What follows belongs to an exercise in optimizing a design on an open flow for small area, a short achievable clock period and few clock cycles per item; a production flow would make more cautious choices.
Only the layout flow was run in this run; the RTL was not checked for function there.

File: design/flow/config.mk
export PLATFORM = sky130hd
export DESIGN_NAME = rec_check
export DESIGN_NICKNAME = rec_check
export VERILOG_FILES = /design/flow/design.v
export SDC_FILE = /design/flow/constraint.sdc
export NUM_CORES = 4
export LEC_CHECK = 0
export CAP_MARGIN = 20
export CORE_MARGIN = 2
export CORE_UTILIZATION = 40
export SLEW_MARGIN = 20
File: design/flow/constraint.sdc
create_clock -name core_clock -period 6.0 [get_ports {clk}]
set_input_delay 1.2000 -clock core_clock [delete_from_list [all_inputs] [get_ports {clk}]]
set_output_delay 1.2000 -clock core_clock [all_outputs]
set_load 0.01 [all_outputs]
File: design/flow/design.v
module rec_check (
    input  wire         clk,
    input  wire         rst,           
    input  wire         in_valid,
    output wire         in_ready,
    input  wire [31:0]  in_data,
    output reg          out_valid,
    input  wire         out_ready,
    output reg  [7:0]   out_status,
    output reg  [31:0]  out_detail,
    output reg  [15:0]  out_seq,
    output reg  [9:0]   out_chan,
    output reg  [5:0]   out_act,
    input  wire         seqchk,        
    input  wire         expseq_wr,     
    input  wire [15:0]  expseq_din,
    input  wire [15:0]  shim_en,       
    input  wire [15:0]  shim_hard,     
    input  wire [15:0]  shim_soft,     
    input  wire [15:0]  shim_time,     
    input  wire [15:0]  shim_angle,    
    input  wire [15:0]  shim_pos,      
    input  wire [127:0] sincos
);
    localparam [7:0] ST_ACCEPTED = 8'h00;
    localparam [7:0] ST_BAD      = 8'h04;
    localparam [7:0] ST_CRC      = 8'h05;
    localparam [7:0] ST_BOUNDS   = 8'h09;
    localparam [1:0] S_RECV  = 2'd0;
    localparam [1:0] S_CHECK = 2'd1;
    localparam [1:0] S_OUT   = 2'd2;
    function [31:0] crc_word(input [31:0] c, input [31:0] d);
        integer i;
        reg [31:0] r;
        begin
            r = c;
            for (i = 0; i < 32; i = i + 1)
                r = (r >> 1) ^ ((r[0] ^ d[i]) ? 32'h82F6_3B78 : 32'h0);
            crc_word = r;
        end
    endfunction
    reg [1:0]  state;
    reg [2:0]  wcnt;
    reg [31:0] w [0:7];
    reg [31:0] crc;
    reg [15:0] expseq;
    assign in_ready = (state == S_RECV);
    wire [31:0] w0 = w[0];
    wire [31:0] w1 = w[1];
    wire [63:0] target = {w[3], w[2]};
    wire [31:0] f16 = w[4];            
    wire [31:0] f20 = w[5];            
    wire [31:0] param = w[6];
    wire [31:0] crc_rx = w[7];
    wire [3:0]  ver    = w0[31:28];
    wire [1:0]  cls    = w0[27:26];
    wire [1:0]  dom    = w0[25:24];
    wire [7:0]  src    = w0[23:16];
    wire [15:0] seq    = w0[15:0];
    wire [9:0]  chan   = w1[31:22];
    wire [5:0]  act    = w1[21:16];
    wire [15:0] flags  = w1[15:0];
    wire [31:0] crc_calc = crc ^ 32'hFFFF_FFFF;
    localparam [2:0] K_ZERO = 3'd0;    
    localparam [2:0] K_WIN  = 3'd1;    
    localparam [2:0] K_REQ  = 3'd2;    
    localparam [2:0] K_ANY  = 3'd3;    
    localparam [2:0] K_EDGE = 3'd4;    
    localparam [2:0] K_EV   = 3'd5;    
    reg        shape_ok;
    reg [2:0]  k16, k20, kpar;
    reg        is_hs;
    reg        shim_ok;
    integer    sn;
    always @(*) begin
        is_hs = (cls == 2'b00) || (cls == 2'b10);
        shape_ok = 1'b1;
        k16 = K_ZERO; k20 = K_ZERO; kpar = K_ZERO;
        sn = act[3:0];
        shim_ok = shim_en[sn] &&
                  ((cls == 2'b00 && shim_hard[sn]) || (cls == 2'b10 && shim_soft[sn])) &&
                  ((dom == 2'b00 && shim_time[sn]) || (dom == 2'b01 && shim_angle[sn]) ||
                   (dom == 2'b10 && shim_pos[sn]));
        case (act)
            6'h01, 6'h02, 6'h03: begin
                k16 = K_WIN; k20 = K_ZERO; kpar = K_ZERO;
            end
            6'h04, 6'h05: begin
                if (dom == 2'b00) begin
                    k16 = K_WIN; k20 = K_ZERO; kpar = K_REQ;
                end else begin
                    k16 = K_ANY; k20 = K_REQ; kpar = K_ANY;
                    shape_ok = is_hs;
                end
            end
            6'h06: begin
                k16 = K_WIN; k20 = K_REQ; kpar = K_EDGE;
            end
            6'h07: begin
                k16 = K_WIN; k20 = K_ZERO; kpar = K_EV;
            end
            6'h08: begin
                k16 = K_REQ; k20 = K_ZERO; kpar = K_REQ;
                shape_ok = is_hs && (dom == 2'b01 || dom == 2'b10);
            end
            6'h09: begin
                k16 = K_ZERO; k20 = K_ZERO; kpar = K_ZERO;
                shape_ok = is_hs;
            end
            6'h20, 6'h21, 6'h22, 6'h23, 6'h24, 6'h25, 6'h26, 6'h27,
            6'h28, 6'h29, 6'h2A, 6'h2B, 6'h2C, 6'h2D, 6'h2E, 6'h2F: begin
                k16 = K_ANY; k20 = K_ANY; kpar = K_ANY;
                shape_ok = shim_ok;
            end
            6'h3F: begin
                k16 = K_ZERO; k20 = K_ZERO; kpar = K_REQ;
                shape_ok = (dom == 2'b00) && (cls == 2'b10);
            end
            default: shape_ok = 1'b0;
        endcase
    end
    function field_bad(input [2:0] kind, input [31:0] v, input is_window);
        begin
            case (kind)
                K_ZERO:  field_bad = (v != 32'd0);
                K_WIN:   field_bad = (v != 32'd0) && !is_window;
                K_EDGE:  field_bad = (v[1:0] == 2'b00) || (v[31:2] != 30'd0);
                K_EV:    field_bad = (v[31:6] != 26'd0);
                default: field_bad = 1'b0;
            endcase
        end
    endfunction
    reg step2_bad;
    always @(*) begin
        step2_bad = 1'b0;
        if (ver != 4'd1 || cls == 2'b11 || dom == 2'b11)
            step2_bad = 1'b1;
        if (flags[15:5] != 11'd0)
            step2_bad = 1'b1;
        if (flags[1:0] == 2'b11 || (flags[1:0] != 2'b00 && dom != 2'b10))
            step2_bad = 1'b1;
        if ((dom == 2'b00 && src != 8'd0) ||
            (dom == 2'b01 && src >= 8'd16) ||
            (dom == 2'b10 && src >= 8'd128))
            step2_bad = 1'b1;
        if (dom == 2'b01 && target[63:32] != 32'd0)
            step2_bad = 1'b1;
        if (dom == 2'b10 && target[63:44] != 20'd0)
            step2_bad = 1'b1;
        if (cls == 2'b01 && (dom != 2'b00 || act < 6'h01 || act > 6'h07))
            step2_bad = 1'b1;
        if (!shape_ok)
            step2_bad = 1'b1;
        if (act == 6'h3F && target != 64'd0)
            step2_bad = 1'b1;
        if (field_bad(k16, f16, cls == 2'b01) ||
            field_bad(k20, f20, cls == 2'b01) ||
            field_bad(kpar, param, cls == 2'b01))
            step2_bad = 1'b1;
    end
    wire step3_bad = seqchk && (seq != expseq);
    reg        step4_bad;
    reg [31:0] step4_off;
    always @(*) begin
        step4_bad = 1'b1;
        if (k16 == K_REQ && f16 == 32'd0)
            step4_off = 32'd16;
        else if (k20 == K_REQ && f20 == 32'd0)
            step4_off = 32'd20;
        else if (kpar == K_REQ && param == 32'd0)
            step4_off = 32'd24;
        else if ((act == 6'h04 || act == 6'h05) && dom != 2'b00 && f16 > f20)
            step4_off = 32'd16;
        else if (dom == 2'b10 && target[43:32] != 12'd0 && !sincos[src[6:0]])
            step4_off = 32'd12;
        else begin
            step4_bad = 1'b0;
            step4_off = 32'd0;
        end
    end
    reg [7:0]  res_status;
    reg [31:0] res_detail;
    always @(*) begin
        if (crc_calc != crc_rx) begin
            res_status = ST_CRC;
            res_detail = crc_calc;
        end else if (step2_bad) begin
            res_status = ST_BAD;
            res_detail = 32'h2000_0000;
        end else if (step3_bad) begin
            res_status = ST_BAD;
            res_detail = {16'h3000, expseq};
        end else if (step4_bad) begin
            res_status = ST_BOUNDS;
            res_detail = step4_off;
        end else begin
            res_status = ST_ACCEPTED;
            res_detail = 32'd0;
        end
    end
    always @(posedge clk) begin
        if (rst) begin
            state      <= S_RECV;
            wcnt       <= 3'd0;
            crc        <= 32'hFFFF_FFFF;
            expseq     <= 16'd0;
            out_valid  <= 1'b0;
            out_status <= 8'd0;
            out_detail <= 32'd0;
            out_seq    <= 16'd0;
            out_chan   <= 10'd0;
            out_act    <= 6'd0;
        end else begin
            if (expseq_wr)
                expseq <= expseq_din;
            case (state)
                S_RECV: begin
                    if (in_valid) begin
                        w[wcnt] <= in_data;
                        if (wcnt != 3'd7)
                            crc <= crc_word(crc, in_data);
                        wcnt <= wcnt + 3'd1;
                        if (wcnt == 3'd7)
                            state <= S_CHECK;
                    end
                end
                S_CHECK: begin
                    out_valid  <= 1'b1;
                    out_status <= res_status;
                    out_detail <= res_detail;
                    out_seq    <= seq;
                    out_chan   <= chan;
                    out_act    <= act;
                    if (seqchk && res_status != ST_CRC)
                        expseq <= seq + 16'd1;
                    crc   <= 32'hFFFF_FFFF;
                    state <= S_OUT;
                end
                default: begin
                    if (out_ready) begin
                        out_valid <= 1'b0;
                        state     <= S_RECV;
                    end
                end
            endcase
        end
    end
endmodule
File: design/flow/run.sh
#!/bin/bash
# synth_recipe.tcl (not shown) runs the flow's synth.tcl, then flattens the netlist and writes it again
# the make line also repeats each setting of config.mk as NAME=value (left out here)
make -C /OpenROAD-flow-scripts/flow DESIGN_CONFIG=/design/flow/config.mk WORK_HOME=/design/flow/orfs CLKGATE_MAP_FILE= SYNTH_SCRIPT=/design/flow/synth_recipe.tcl finish
==> flow_metrics.tcl <==
set metrics [dict create \
    wire_per_inst_um 23.86 \
    area.growth.synth_to_final_pct 32.69 \
    grt_pass1_vias 15200 \
    fin_skew_ns 0.02193 \
    cts_resized 0 \
    synth-compound-area-share_pct 5.851 \
    tightestPinTransition_ns 1.106 \
    die_w_um 231.1 \
    yosys.area_share.xor_xnor_pct 23.09 \
    antenna_found_initial 0 \
    io_pins 352 \
    multi_input_area_um2 10210 \
    placed_cells 2754 \
    grt_use_total_pct 24.97 \
    maxSlewViolCount 0 \
    status "finished clean" \
    ys_seq_area_share_pct 48.55 \
    ant_nets 0 \
    grt_overflow 0 \
    finalSetupViolCount 0 \
    yosys_warnings 1 \
    grt_pass1_wl_um 98680 \
    dieArea_um2 53420 \
    drive_gt1_share_pct 17.86 \
    drcViolationCount 0 \
    synth-simple-area-share_pct 9.786 \
    rsz0062_at_grt "no" \
    synth_top_family_by_area "XOR/XNOR gates" \
    synthCells 1621 \
    first_iter_violations 1045 \
    crit_type "in2reg" \
    cp.arrival_ns 6.08 \
    cts_buffers 39 \
    hpwl_um 51720 \
    syn_area_um2 20640 \
    placed_area_um2 26060 \
    synth_seq_cells 374 \
    slowest_delay_ns 0.49 \
    synth_adder_area_share_pct 2.365 \
    rows 83 \
    max_freq_ghz 0.1768 \
    h-tree-depth 2 \
    instances_no_fill 2825 \
    grt_max_degree 78 \
    vias 14950 \
    final.min_clock_period_ns 5.656 \
    stdcell_area_um2 27380 \
    fp.coreArea_um2 51200 \
    root_buffer "clkbuf_16" \
    post-route-util_pct 53.48 \
    clk_latency_ns 0.54 \
    drv_cap 0 \
    hold_class "reg2reg" \
    worst_path_most_repeated_cell "xnor3_2" \
    tritoncts "yes" \
    post_cts_buffers 0 \
    tns_ns 0 \
    clock_sinks 374 \
    floorplan.initialDensity_pct 40.31 \
    fill_cells 4347 \
    relSlewSlack_pct 26.27 \
    avgViaCountPerCell 5.292 \
    ys_types 57 \
    critical_path_required_ns 6.42 \
    insertedDiodeCount 0 \
    fin_nets 2432 \
    place.gp.congestion 0.8823 \
    syn_avg_cell_area_um2 12.73 \
    synth_edf_count 253 \
    synthFlopType "edfxtp_1" \
    cp_max_fo 4 \
    die_y_um 231.1 \
    cpMaxStageDelayCell "xnor2_1" \
    worstSetupStartpointType "primary input" \
    routed_wl_um 67400 \
    synthMuxAreaShare_pct 8.009 \
    path_clk_slew_ns 0.06 \
    firstDrtPassIters 5 \
    crit_chain "clkdlybuf4s50_1 -> xnor2_1 -> xor3_2 -> xnor3_2 -> xnor2_2 -> xor3_2 -> xor3_2 -> xnor3_2 -> xnor3_2 -> xnor3_2 -> xnor3_2 -> xnor3_1 -> nor2_1 -> o21ai_1" \
    hold_buffers 0 \
    io_buffer_count 346 \
    period_share_pct 94.27 \
    async_flop_share_pct 0 \
    cts.path.max_buffers 3 \
    regArea_um2 10020 \
    finalHoldViolations 0 \
    crit_path_end_kind "register" \
]
## cell usage in the layout, fill, tap and decap left out, types with 15 or more instances in the layout
cell,count
a211oi_1,48
a21oi_1,73
nor4_1,59
ha_1,39
nand3_1,22
xnor2_1,217
buf_4,180
nand4_1,20
clkbuf_16,41
nand2_1,103
o21ai_0,32
clkdlybuf4s50_1,345
nor3_1,26
nor2b_1,20
xnor3_1,47
xor2_1,69
dfxtp_1,121
edfxtp_1,253
xnor3_2,15
nor2_1,134
xnor2_2,16
inv_1,42
mux4_2,72
## logic make-up (layout without fill, tap and decap cells)
group           Yosys count  count (layout)
flops                   374             374
simple gates            425             425
buf+inv                 121             641
fa+ha+maj                39              39
other cells               1               5
xor+xnor                389             389
compound gates          197             197
mux                      75              75
## cells in the mapped netlist, drive strengths merged, types with 3 or more instances
cell | number | area (um2)
nor2b | 21 | 131.4
a21o | 11 | 82.58
xnor3 | 62 | 1415
nand4 | 20 | 125.1
nand2 | 103 | 386.6
nand2b | 8 | 50.05
xnor2 | 242 | 2401
mux4 | 72 | 1622
nor2 | 140 | 525.5
xor2 | 76 | 729.5
o211ai | 12 | 90.09
o21ai | 38 | 190.2
a21oi | 73 | 365.4
inv | 43 | 161.4
a211oi | 48 | 360.4
ha | 39 | 488.0
nand3 | 22 | 110.1
dfxtp | 121 | 2422
or3b | 3 | 26.28
clkbuf | 59 | 221.5
nor4 | 62 | 387.9
nor3 | 26 | 130.1
xor3 | 9 | 219.0
buf | 19 | 97.59
and3 | 5 | 31.28
edfxtp | 253 | 7597
a31oi | 5 | 31.28
## metrics by stage
stage	worst slack, ns	hold WS, ns
floorplan	0.2586	0.4622
global placement	-0.1479	0.4431
detailed placement	-0.2109	0.4459
CTS	0.3297	0.4544
global route	0.003576	0.4650
finish	0.3439	0.4537
## final cells by class
cell class,count,share of cell area [%]
Clock inverter,18,0.7677
Sequential cell,374,36.59
Timing Repair Buffer,527,17.64
Tap cell,680,3.107
Clock buffer,53,4.021
Inverter,43,0.5895
Multi-Input combinational cell,1130,37.28
## final timing paths
kind         cells past startpoint           to        start  slack (ns)
max                             14       crc[3]   in_data[7]        0.34
min                              2  out_seq[14]  out_seq[14]        0.45
max reg2reg                     13       crc[3]       crc[7]        0.93
min reg2reg                      2  out_seq[14]  out_seq[14]        0.45
## state kept, by name, indices dropped and copies added (netlist names)
name,flops
w,253
crc,32
out_detail,32
expseq,16
out_seq,16
out_chan,10
out_act,6
out_status,3
wcnt,3
state,2
out_valid,1
## layer usage
| layer | GRT usage [%] | vias up | part of all wire (%) |
|---|---|---|---|
| met5 | 0 | - | 0 |
| met4 | 8.831 | 0 | 3.6 |
| met3 | 2.928 | 91 | 5.2 |
| met2 | 45.52 | 540 | 52 |
| met1 | 30.40 | 7414 | 40 |
| li1 | - | 6904 | - |
## worst max-delay path: cells and delay by family
family	cells	cell delay (ns)
XOR/XNOR	11	4.22
AO/OA/AOI/OAI	1	0.08
buffers and inverters	1	0.46
AND/OR/NAND/NOR	1	0.11

## separate check: timing with driven ports
In the flow no input, the clock included, has a driving cell. The finished layout below was timed again as built, in two steps. Step 1 (the two cells are an assumption about what drives the block):
set clk [get_ports {clk}]
set_driving_cell -lib_cell sky130_fd_sc_hd__clkbuf_16 $clk
set_driving_cell -lib_cell sky130_fd_sc_hd__buf_2 [delete_from_list [all_inputs] $clk]
Step 2 also shifts input and output timing later by t, the mid clock arrival at the registers, as if the neighbouring blocks saw the same clock. a / b / c = no drivers / after step 1 / after step 2; a / b = the first two.
shift t [ns]: 0.595
slack for setup (ns): 0.344 / 0.365 / -0.231
worst hold slack (ns): 0.454 / 0.454 / 0.454
latest minus earliest clock arrival (ns): 0.028 / 0.029
worst data-port slew with drivers (ns): 0.11
Met with ideal ports but missed after step 2: setup timing in this run. For this run, drivers alone change the setup slack by +0.021 ns; drivers and shift together by -0.575 ns.
